Context: an optimization exercise on an open-source flow, tuned for small area, a short achievable clock period and few clock cycles per item. The choices shown serve that exercise and are no tape-out recipe. In this exercise RTL edits were held to simulation tests only and were not proved equivalent to the original.

== oak ==
==> module seal_engine, before the edit <==
module seal_engine (
    input  wire         clk,
    input  wire         rst,
    input  wire         in_valid,
    output wire         in_ready,
    input  wire [127:0] in_key,
    input  wire [16:0]  in_line,
    input  wire [255:0] in_data,
    output reg          out_valid,
    output wire [255:0] out_data
);
    reg         run;         
    reg [5:0]   cnt;         
    reg         fin1;        
    reg [127:0] state;       
    reg [127:0] mu;          
    reg [63:0]  mi;          
    reg [127:0] t0, t1;      
    reg [127:0] rk;          
    reg [15:0]  km;          
    reg [31:0]  kw3;         
    reg  load1;                  
    reg  mid0;                   
    reg  mid1;                   
    reg  fin0;                   
    reg  last;                   
    reg  kfirst;                 
    reg  kstep;                  
    reg  start;                  
    reg  ksel;                   
    assign in_ready = mid1;
    assign out_data = {t0, t1};
    wire [31:0] k1w3   = ksel ? kw3 : rk[31:0];
    wire [31:0] k2w3   = kfirst ? kw3 : rk[31:0];
    wire [127:0] kin   = kfirst ? in_key : rk;
    wire [31:0] k1rot = {k1w3[23:0], k1w3[31:24]};
    wire [31:0] k2rot = {k2w3[23:0], k2w3[31:24]};
    wire [15:0] km_next;
    wire [31:0] sub_rot;
    genvar gi;
    generate
        for (gi = 0; gi < 4; gi = gi + 1) begin : g_ksbox
            seal_sbox_top u_top (.a(k1rot[8*gi +: 8]), .n(km_next[4*gi +: 4]));
            seal_sbox_bot u_bot (.a(k2rot[8*gi +: 8]), .n(km[4*gi +: 4]),
                                 .y(sub_rot[8*gi +: 8]));
        end
    endgenerate
    reg [7:0] rcon;
    always @(*) begin
        case (cnt)
            6'd0,  6'd20: rcon = 8'h01;
            6'd2,  6'd22: rcon = 8'h02;
            6'd4,  6'd24: rcon = 8'h04;
            6'd6,  6'd26: rcon = 8'h08;
            6'd8,  6'd28: rcon = 8'h10;
            6'd10, 6'd30: rcon = 8'h20;
            6'd12, 6'd32: rcon = 8'h40;
            6'd14, 6'd34: rcon = 8'h80;
            6'd16, 6'd36: rcon = 8'h1b;
            default:      rcon = 8'h36;
        endcase
    end
    wire [31:0] w0 = kin[127:96];
    wire [31:0] w1 = kin[95:64];
    wire [31:0] w2 = kin[63:32];
    wire [31:0] w3 = kin[31:0];
    wire [31:0] f  = sub_rot ^ {rcon, 24'h0};
    wire [127:0] rkn = {w0 ^ f, (w0 ^ w1) ^ f, (w0 ^ w1 ^ w2) ^ f, (w0 ^ w1 ^ w2 ^ w3) ^ f};
    wire [63:0] mi_next;
    generate
        for (gi = 0; gi < 16; gi = gi + 1) begin : g_top
            seal_sbox_top u_top (.a(state[8*gi +: 8]), .n(mi_next[4*gi +: 4]));
        end
    endgenerate
    wire [127:0] sb;
    generate
        for (gi = 0; gi < 16; gi = gi + 1) begin : g_bot
            seal_sbox_bot u_bot (.a(mu[8*gi +: 8]), .n(mi[4*gi +: 4]), .y(sb[8*gi +: 8]));
        end
    endgenerate
    wire [127:0] sr;
    generate
        for (gi = 0; gi < 16; gi = gi + 1) begin : g_shift
            localparam integer R = gi % 4;
            localparam integer C = gi / 4;
            localparam integer SRC = R + 4 * ((C + R) % 4);
            assign sr[127-8*gi -: 8] = sb[127-8*SRC -: 8];
        end
    endgenerate
    function [7:0] xtime;
        input [7:0] a;
        xtime = {a[6:0], 1'b0} ^ (a[7] ? 8'h1b : 8'h00);
    endfunction
    wire [127:0] mc;
    generate
        for (gi = 0; gi < 4; gi = gi + 1) begin : g_mix
            wire [7:0] a0 = sr[127-32*gi -: 8];
            wire [7:0] a1 = sr[119-32*gi -: 8];
            wire [7:0] a2 = sr[111-32*gi -: 8];
            wire [7:0] a3 = sr[103-32*gi -: 8];
            assign mc[127-32*gi -: 8] = xtime(a0 ^ a1) ^ a1 ^ a2 ^ a3;
            assign mc[119-32*gi -: 8] = xtime(a1 ^ a2) ^ a0 ^ a2 ^ a3;
            assign mc[111-32*gi -: 8] = xtime(a2 ^ a3) ^ a0 ^ a1 ^ a3;
            assign mc[103-32*gi -: 8] = xtime(a3 ^ a0) ^ a0 ^ a1 ^ a2;
        end
    endgenerate
    wire [127:0] pk;
    wire [127:0] kx  = mid0 || mid1 ? rk ^ pk : rk;
    wire [127:0] out = (last ? sr : mc) ^ kx;
    wire [127:0] xk = {110'b0, load1, in_line} ^ in_key;
    assign pk = (mid0 ? in_data[255:128] : in_data[127:0]) ^ in_key;
    always @(posedge clk) begin
        kw3 <= in_key[31:0];
        km  <= km_next;
        mu  <= state;
        mi  <= mi_next;
        if (start || load1)
            state <= xk;
        else
            state <= out;
        if (kstep)
            rk <= rkn;
        if (mid0 || fin0)
            t0 <= out ^ (mid0 ? pk : t0);
        if (mid1 || fin1)
            t1 <= out ^ (mid1 ? pk : t1);
    end
    reg       run_n;
    reg [5:0] cnt_n;
    always @(*) begin
        run_n = run;
        cnt_n = cnt;
        if (rst) begin
            run_n = 1'b0;
            cnt_n = 6'd0;
        end else if (start) begin
            run_n = 1'b1;
            cnt_n = 6'd0;
        end else if (fin0) begin
            run_n = 1'b0;
            cnt_n = 6'd0;
        end else if (run) begin
            cnt_n = cnt + 6'd1;
        end
    end
    always @(posedge clk) begin
        run    <= run_n;
        cnt    <= cnt_n;
        load1  <= run_n && (cnt_n == 6'd0);
        mid0   <= run_n && (cnt_n == 6'd19);
        mid1   <= run_n && (cnt_n == 6'd20);
        fin0   <= run_n && (cnt_n == 6'd39);
        last   <= run_n && ((cnt_n == 6'd19) || (cnt_n == 6'd20) || (cnt_n == 6'd39))
                  || (fin0 && !rst);
        kfirst <= run_n && ((cnt_n == 6'd0) || (cnt_n == 6'd20));
        kstep  <= run_n && !cnt_n[0] && (cnt_n <= 6'd38);
        start  <= !rst && in_valid && !in_ready && (!run_n || (cnt_n == 6'd39));
        ksel   <= !rst && in_valid && !in_ready && (!run_n || (cnt_n == 6'd39))
                  || run_n && (cnt_n == 6'd19);
        if (rst) begin
            fin1      <= 1'b0;
            out_valid <= 1'b0;
        end else begin
            fin1      <= fin0;
            out_valid <= fin1;
        end
    end
endmodule
clock: 11.0 ns
lec_check: 0
abc_area: 1
cap_margin: 20
core_margin: 2
core_utilization: 40
slew_margin: 20
run.sh (not shown) runs the stock make flow with config.mk's settings and CLKGATE_MAP_FILE= SYNTH_SCRIPT=/design/flow/synth_recipe.tcl, a recipe that flattens the netlist after the stock synthesis.
Testbench counts of oak, summed over its fixed seeds: cycles 15,384, lines 384.
The following lists how pine was set up differently from oak:
diff --git a/flow/design.v b/flow/design.v
--- a/flow/design.v
+++ b/flow/design.v
@@ -180,27 +180,28 @@
 );
     reg         run;         
     reg [5:0]   cnt;         
     reg         fin1;        
+    reg         pv;          
     reg [127:0] state;       
     reg [127:0] mu;          
     reg [63:0]  mi;          
     reg [127:0] t0, t1;      
     reg [127:0] rk;          
     reg [15:0]  km;          
     reg [31:0]  kw3;         
+    reg  stok;                   
     reg  load1;                  
     reg  mid0;                   
     reg  mid1;                   
     reg  fin0;                   
     reg  last;                   
     reg  kfirst;                 
     reg  kstep;                  
-    reg  start;                  
-    reg  ksel;                   
+    wire start = pv && stok;
     assign in_ready = mid1;
     assign out_data = {t0, t1};
-    wire [31:0] k1w3   = ksel ? kw3 : rk[31:0];
+    wire [31:0] k1w3   = (start || mid0) ? kw3 : rk[31:0];
     wire [31:0] k2w3   = kfirst ? kw3 : rk[31:0];
     wire [127:0] kin   = kfirst ? in_key : rk;
     wire [31:0] k1rot = {k1w3[23:0], k1w3[31:24]};
     wire [31:0] k2rot = {k2w3[23:0], k2w3[31:24]};
@@ -272,28 +273,32 @@
             assign mc[111-32*gi -: 8] = xtime(a2 ^ a3) ^ a0 ^ a1 ^ a3;
             assign mc[103-32*gi -: 8] = xtime(a3 ^ a0) ^ a0 ^ a1 ^ a2;
         end
     endgenerate
-    wire [127:0] pk;
-    wire [127:0] kx  = mid0 || mid1 ? rk ^ pk : rk;
-    wire [127:0] out = (last ? sr : mc) ^ kx;
+    wire [127:0] out = (last ? sr : mc) ^ rk;
     wire [127:0] xk = {110'b0, load1, in_line} ^ in_key;
-    assign pk = (mid0 ? in_data[255:128] : in_data[127:0]) ^ in_key;
+    wire [127:0] pk = (mid0 ? in_data[255:128] : in_data[127:0]) ^ in_key;
     always @(posedge clk) begin
         kw3 <= in_key[31:0];
         km  <= km_next;
         mu  <= state;
         mi  <= mi_next;
         if (start || load1)
             state <= xk;
+        else if (mid0 || mid1)
+            state <= out ^ pk;
         else
             state <= out;
         if (kstep)
             rk <= rkn;
-        if (mid0 || fin0)
-            t0 <= out ^ (mid0 ? pk : t0);
-        if (mid1 || fin1)
-            t1 <= out ^ (mid1 ? pk : t1);
+        if (mid0)
+            t0 <= out;
+        else if (fin0)
+            t0 <= out ^ t0;
+        if (mid1)
+            t1 <= out;
+        else if (fin1)
+            t1 <= out ^ t1;
     end
     reg       run_n;
     reg [5:0] cnt_n;
     always @(*) begin
@@ -314,23 +319,23 @@
     end
     always @(posedge clk) begin
         run    <= run_n;
         cnt    <= cnt_n;
+        stok   <= !run_n || (cnt_n == 6'd39);
         load1  <= run_n && (cnt_n == 6'd0);
         mid0   <= run_n && (cnt_n == 6'd19);
         mid1   <= run_n && (cnt_n == 6'd20);
         fin0   <= run_n && (cnt_n == 6'd39);
         last   <= run_n && ((cnt_n == 6'd19) || (cnt_n == 6'd20) || (cnt_n == 6'd39))
                   || (fin0 && !rst);
         kfirst <= run_n && ((cnt_n == 6'd0) || (cnt_n == 6'd20));
         kstep  <= run_n && !cnt_n[0] && (cnt_n <= 6'd38);
-        start  <= !rst && in_valid && !in_ready && (!run_n || (cnt_n == 6'd39));
-        ksel   <= !rst && in_valid && !in_ready && (!run_n || (cnt_n == 6'd39))
-                  || run_n && (cnt_n == 6'd19);
         if (rst) begin
             fin1      <= 1'b0;
+            pv        <= 1'b0;
             out_valid <= 1'b0;
         end else begin
+            pv        <= in_valid && !in_ready;
             fin1      <= fin0;
             out_valid <= fin1;
         end
     end
Results
Between oak and pine, area growth from synthesis to layout increased. Changes observed in pine relative to oak: final routed wirelength across all metal layers lost about 5%, number of buffers other than clock buffers in the final layout rose by 7, largest driver fanout on the critical path lower, register-to-register slack grew by 0.04 ns, synthesized cell count went down by 1,149. oak leaves less setup margin than pine.
Testbench counts of pine, summed over its fixed seeds: cycles 15,384, lines 384.

========
run a:
Another version of the RTL of seal_engine (not shown whole).
Size: about 660 I/O pins.
==> module seal_engine, before the edit <==
module seal_engine (
    input  wire         clk,
    input  wire         rst,
    input  wire         in_valid,
    output wire         in_ready,
    input  wire [127:0] in_key,
    input  wire [16:0]  in_line,
    input  wire [255:0] in_data,
    output reg          out_valid,
    output wire [255:0] out_data
);
    reg         run;         
    reg [5:0]   cnt;         
    reg         fin1;        
    reg [127:0] state;       
    reg [127:0] mu;          
    reg [143:0] mi;          
    reg [127:0] t0, t1;      
    reg [127:0] rk;          
    reg [35:0]  km;          
    reg [31:0]  ku;          
    reg [31:0]  kw3;         
    reg  load1;                  
    reg  mid0;                   
    reg  mid1;                   
    reg  fin0;                   
    reg  last;                   
    reg  kfirst;                 
    reg  kstep;                  
    reg  start;                  
    reg  ksel;                   
    assign in_ready = mid1;
    assign out_data = {t0, t1};
    wire [31:0] k1w3   = ksel ? kw3 : rk[31:0];
    wire [127:0] kin   = kfirst ? in_key : rk;
    wire [31:0] k1rot = {k1w3[23:0], k1w3[31:24]};
    wire [35:0] km_next;
    wire [31:0] sub_rot;
    genvar gi;
    generate
        for (gi = 0; gi < 4; gi = gi + 1) begin : g_ksbox
            seal_sbox_top u_top (.a(k1rot[8*gi +: 8]), .n(km_next[9*gi +: 4]),
                                 .t(km_next[9*gi+4 +: 5]));
            seal_sbox_bot u_bot (.a(ku[8*gi +: 8]), .n(km[9*gi +: 4]),
                                 .t(km[9*gi+4 +: 5]), .y(sub_rot[8*gi +: 8]));
        end
    endgenerate
    reg [7:0] rcon;
    always @(*) begin
        case (cnt)
            6'd0,  6'd20: rcon = 8'h01;
            6'd2,  6'd22: rcon = 8'h02;
            6'd4,  6'd24: rcon = 8'h04;
            6'd6,  6'd26: rcon = 8'h08;
            6'd8,  6'd28: rcon = 8'h10;
            6'd10, 6'd30: rcon = 8'h20;
            6'd12, 6'd32: rcon = 8'h40;
            6'd14, 6'd34: rcon = 8'h80;
            6'd16, 6'd36: rcon = 8'h1b;
            default:      rcon = 8'h36;
        endcase
    end
    wire [31:0] w0 = kin[127:96];
    wire [31:0] w1 = kin[95:64];
    wire [31:0] w2 = kin[63:32];
    wire [31:0] w3 = kin[31:0];
    wire [31:0] f  = sub_rot ^ {rcon, 24'h0};
    wire [127:0] rkn = {w0 ^ f, (w0 ^ w1) ^ f, (w0 ^ w1 ^ w2) ^ f, (w0 ^ w1 ^ w2 ^ w3) ^ f};
    wire [143:0] mi_next;
    generate
        for (gi = 0; gi < 16; gi = gi + 1) begin : g_top
            seal_sbox_top u_top (.a(state[8*gi +: 8]), .n(mi_next[9*gi +: 4]),
                                 .t(mi_next[9*gi+4 +: 5]));
        end
    endgenerate
    wire [127:0] sb;
    generate
        for (gi = 0; gi < 16; gi = gi + 1) begin : g_bot
            seal_sbox_bot u_bot (.a(mu[8*gi +: 8]), .n(mi[9*gi +: 4]), .t(mi[9*gi+4 +: 5]),
                                 .y(sb[8*gi +: 8]));
        end
    endgenerate
    wire [127:0] sr;
    generate
        for (gi = 0; gi < 16; gi = gi + 1) begin : g_shift
            localparam integer R = gi % 4;
            localparam integer C = gi / 4;
            localparam integer SRC = R + 4 * ((C + R) % 4);
            assign sr[127-8*gi -: 8] = sb[127-8*SRC -: 8];
        end
    endgenerate
    function [7:0] xtime;
        input [7:0] a;
        xtime = {a[6:0], 1'b0} ^ (a[7] ? 8'h1b : 8'h00);
    endfunction
    wire [127:0] mc;
    generate
        for (gi = 0; gi < 4; gi = gi + 1) begin : g_mix
            wire [7:0] a0 = sr[127-32*gi -: 8];
            wire [7:0] a1 = sr[119-32*gi -: 8];
            wire [7:0] a2 = sr[111-32*gi -: 8];
            wire [7:0] a3 = sr[103-32*gi -: 8];
            assign mc[127-32*gi -: 8] = xtime(a0 ^ a1) ^ a1 ^ a2 ^ a3;
            assign mc[119-32*gi -: 8] = xtime(a1 ^ a2) ^ a0 ^ a2 ^ a3;
            assign mc[111-32*gi -: 8] = xtime(a2 ^ a3) ^ a0 ^ a1 ^ a3;
            assign mc[103-32*gi -: 8] = xtime(a3 ^ a0) ^ a0 ^ a1 ^ a2;
        end
    endgenerate
    wire [127:0] pk;
    wire [127:0] kx  = rk ^ (fin0 ? t0 : fin1 ? t1 : 128'b0);
    wire [127:0] out = (last ? sr : mc) ^ kx;
    wire [127:0] xk = {110'b0, load1, in_line} ^ in_key;
    assign pk = (mid0 ? in_data[255:128] : in_data[127:0]) ^ in_key;
    always @(posedge clk) begin
        kw3 <= in_key[31:0];
        km  <= km_next;
        ku  <= k1rot;
        mu  <= state;
        mi  <= mi_next;
        if (start || load1)
            state <= xk;
        else
            state <= out ^ (mid0 || mid1 ? pk : 128'b0);
        if (kstep)
            rk <= rkn;
        if (mid0 || fin0)
            t0 <= out;
        if (mid1 || fin1)
            t1 <= out;
    end
    reg       run_n;
    reg [5:0] cnt_n;
    always @(*) begin
        run_n = run;
        cnt_n = cnt;
        if (rst) begin
            run_n = 1'b0;
            cnt_n = 6'd0;
        end else if (start) begin
            run_n = 1'b1;
            cnt_n = 6'd0;
        end else if (fin0) begin
            run_n = 1'b0;
            cnt_n = 6'd0;
        end else if (run) begin
            cnt_n = cnt + 6'd1;
        end
    end
    always @(posedge clk) begin
        run    <= run_n;
        cnt    <= cnt_n;
        load1  <= run_n && (cnt_n == 6'd0);
        mid0   <= run_n && (cnt_n == 6'd19);
        mid1   <= run_n && (cnt_n == 6'd20);
        fin0   <= run_n && (cnt_n == 6'd39);
        last   <= run_n && ((cnt_n == 6'd19) || (cnt_n == 6'd20) || (cnt_n == 6'd39))
                  || (fin0 && !rst);
        kfirst <= run_n && ((cnt_n == 6'd0) || (cnt_n == 6'd20));
        kstep  <= run_n && !cnt_n[0] && (cnt_n <= 6'd38);
        start  <= !rst && in_valid && !in_ready && (!run_n || (cnt_n == 6'd39));
        ksel   <= !rst && in_valid && !in_ready && (!run_n || (cnt_n == 6'd39))
                  || run_n && (cnt_n == 6'd19);
        if (rst) begin
            fin1      <= 1'b0;
            out_valid <= 1'b0;
        end else begin
            fin1      <= fin0;
            out_valid <= fin1;
        end
    end
endmodule
Settings: LEC_CHECK=0, ABC_AREA=1, CAP_MARGIN=20, CORE_MARGIN=2, CORE_UTILIZATION=50, SLEW_MARGIN=20; clock period 11.0 ns.
standard.sh (not shown) runs the stock make flow with config.mk's settings and CLKGATE_MAP_FILE= SYNTH_SCRIPT=/design/flow/synth_recipe.tcl, a recipe that flattens the netlist after the stock synthesis.
==> flow/flow/run.sh <==
#!/bin/bash
# Own layout flow: the standard synthesis, then the combinational logic of
# its netlist is mapped again to the standard cells with flow/remap.abc (the
# registers stay the standard synthesis's cells, with their names), then the standard flow's
# standard layout from floorplan to finish on that netlist, with a tighter
# timing-repair target and the smallest buffer on each port.
# Logs: std_synth.log, remap_yosys.log, remap_check.log, std_finish.log.
set -euo pipefail
W=$(pwd)
R=$W/orfs/results/$FLOW_PLATFORM/seal_engine/base
LIB=$FLOW_HOME/platforms/$FLOW_PLATFORM/lib/sky130_fd_sc_hd__tt_025C_1v80.lib
YOSYS=$(command -v yosys || echo /OpenROAD-flow-scripts/tools/install/yosys/bin/yosys)

bash standard.sh synth > std_synth.log 2>&1

cp $R/1_2_yosys.v $W/std_1_2_yosys.v
# registers and tie cells stay as they are: blackbox stubs for their types
SEQ=$(grep -oE 'sky130_fd_sc_hd__[a-z0-9_]+' $W/std_1_2_yosys.v | sort -u \
      | grep -E '__(df|edf|sdf|sedf|dl|conb)' | sed 's/^/=/' | tr '\n' ' ')
cat > $W/remap.ys <<EOT
read_liberty -lib $LIB
select $SEQ
write_verilog -blackboxes -selected $W/remap_stubs.v
design -reset
read_liberty -wb -ignore_miss_func $LIB
read_verilog -lib -overwrite $W/remap_stubs.v
read_verilog $W/std_1_2_yosys.v
hierarchy -check -top $FLOW_TOP
flatten -wb
opt_clean -purge
tee -o $W/remap_before.txt stat
abc -script $W/flow/remap.abc -liberty $LIB -dont_use *lpflow* -dont_use *probe* -constr $W/remap.constr -D 11000
opt_clean -purge
hilomap -singleton -hicell sky130_fd_sc_hd__conb_1 HI -locell sky130_fd_sc_hd__conb_1 LO
splitnets
opt_clean -purge
rename -hide w:* i:* %d o:* %d
tee -o $W/remap_stat.txt stat -liberty $LIB
write_verilog -noattr -noexpr -nohex -nodec $R/1_2_yosys.v
EOT
printf 'set_driving_cell sky130_fd_sc_hd__buf_1\nset_load 5\n' > $W/remap.constr
$YOSYS -l $W/remap_yosys.log -q -s $W/remap.ys > /dev/null 2>&1
$YOSYS -l $W/remap_check.log -q -p "read_liberty -lib $LIB; read_verilog $R/1_2_yosys.v; hierarchy -check -top $FLOW_TOP; check -assert" > /dev/null 2>&1
rm -f $R/1_synth.odb $R/1_synth.sdc

bash standard.sh SETUP_SLACK_MARGIN=7.0 "BUFFER_PORTS_ARGS=-buffer_cell sky130_fd_sc_hd__buf_1" \
    finish > std_finish.log 2>&1
==> flow/flow/remap.abc <==
&get -n
&st
&dch -f
&nf
&put
Testbench counts of run a, summed over its fixed seeds: cycles 15,384, lines 384.
Here is what was changed in the inputs of run b compared with run a.
--- a/flow/design.v
+++ b/flow/design.v
@@ -231,11 +231,15 @@
     wire [31:0] w0 = kin[127:96];
     wire [31:0] w1 = kin[95:64];
     wire [31:0] w2 = kin[63:32];
     wire [31:0] w3 = kin[31:0];
     wire [31:0] f  = sub_rot ^ {rcon, 24'h0};
-    wire [127:0] rkn = {w0 ^ f, (w0 ^ w1) ^ f, (w0 ^ w1 ^ w2) ^ f, (w0 ^ w1 ^ w2 ^ w3) ^ f};
+    wire [31:0] n0 = w0 ^ f;
+    wire [31:0] n1 = n0 ^ w1;
+    wire [31:0] n2 = n1 ^ w2;
+    wire [31:0] n3 = n2 ^ w3;
+    wire [127:0] rkn = {n0, n1, n2, n3};
     wire [143:0] mi_next;
     generate
         for (gi = 0; gi < 16; gi = gi + 1) begin : g_top
             seal_sbox_top u_top (.a(state[8*gi +: 8]), .n(mi_next[9*gi +: 4]),
                                  .t(mi_next[9*gi+4 +: 5]));
==> comparison <==
In the final reports, the cell area of run b is smaller than that of run a.
Run b finished all stages; the layout is clean.
Reported for run a and run b, DRC violation count after routing turned out identical to the last digit.
Changes observed in run b relative to run a: post-synthesis to final-layout area growth moved down, initial core utilization level.
Run b against run a: clock skew rose by 5.6 ps; clock edge transition at the registers on the reported setup and hold paths stayed essentially flat.
Run a and run b ended up with nearly the same register-to-register slack.
Testbench counts of run b, summed over its fixed seeds: cycles 15,384, lines 384.

port drivers added, routing unchanged:
The flow's constraints put no driver on any port. The routed layouts listed below were extracted and timed again, unchanged, in two steps.
Step 1: set_driving_cell puts a clkbuf_16 on clk and a buf_2 on each other input, an assumption about the parent block.
Step 2, shift: input delay + t, output delay - t, t = (earliest + latest rising clock arrival at the registers) / 2. This alone moves slack from input paths to output paths.
Three values: no drivers, after step 1, after step 2; two values: the first two.
| run | t (ns) | setup slack, ns | worst setup path after step 2 | latest minus earliest clock arrival (ns) |
|---|---|---|---|---|
| oak | 0.841 | 6.326 / 6.326 / 6.093 | input to register | 0.037 / 0.037 |
| pine | 0.829 | 6.365 / 6.365 / 5.946 | input to register | 0.049 / 0.048 |
| run a | 0.752 | 7.051 / 7.051 / 6.390 | input to register | 0.027 / 0.027 |
| run b | 0.776 | 6.992 / 7.052 / 6.276 | input to register | 0.033 / 0.033 |
After both steps every run listed still meets setup and hold. The setup slack of run b, which loses most, moves by +0.060 ns with the drivers and by -0.716 ns with both steps.
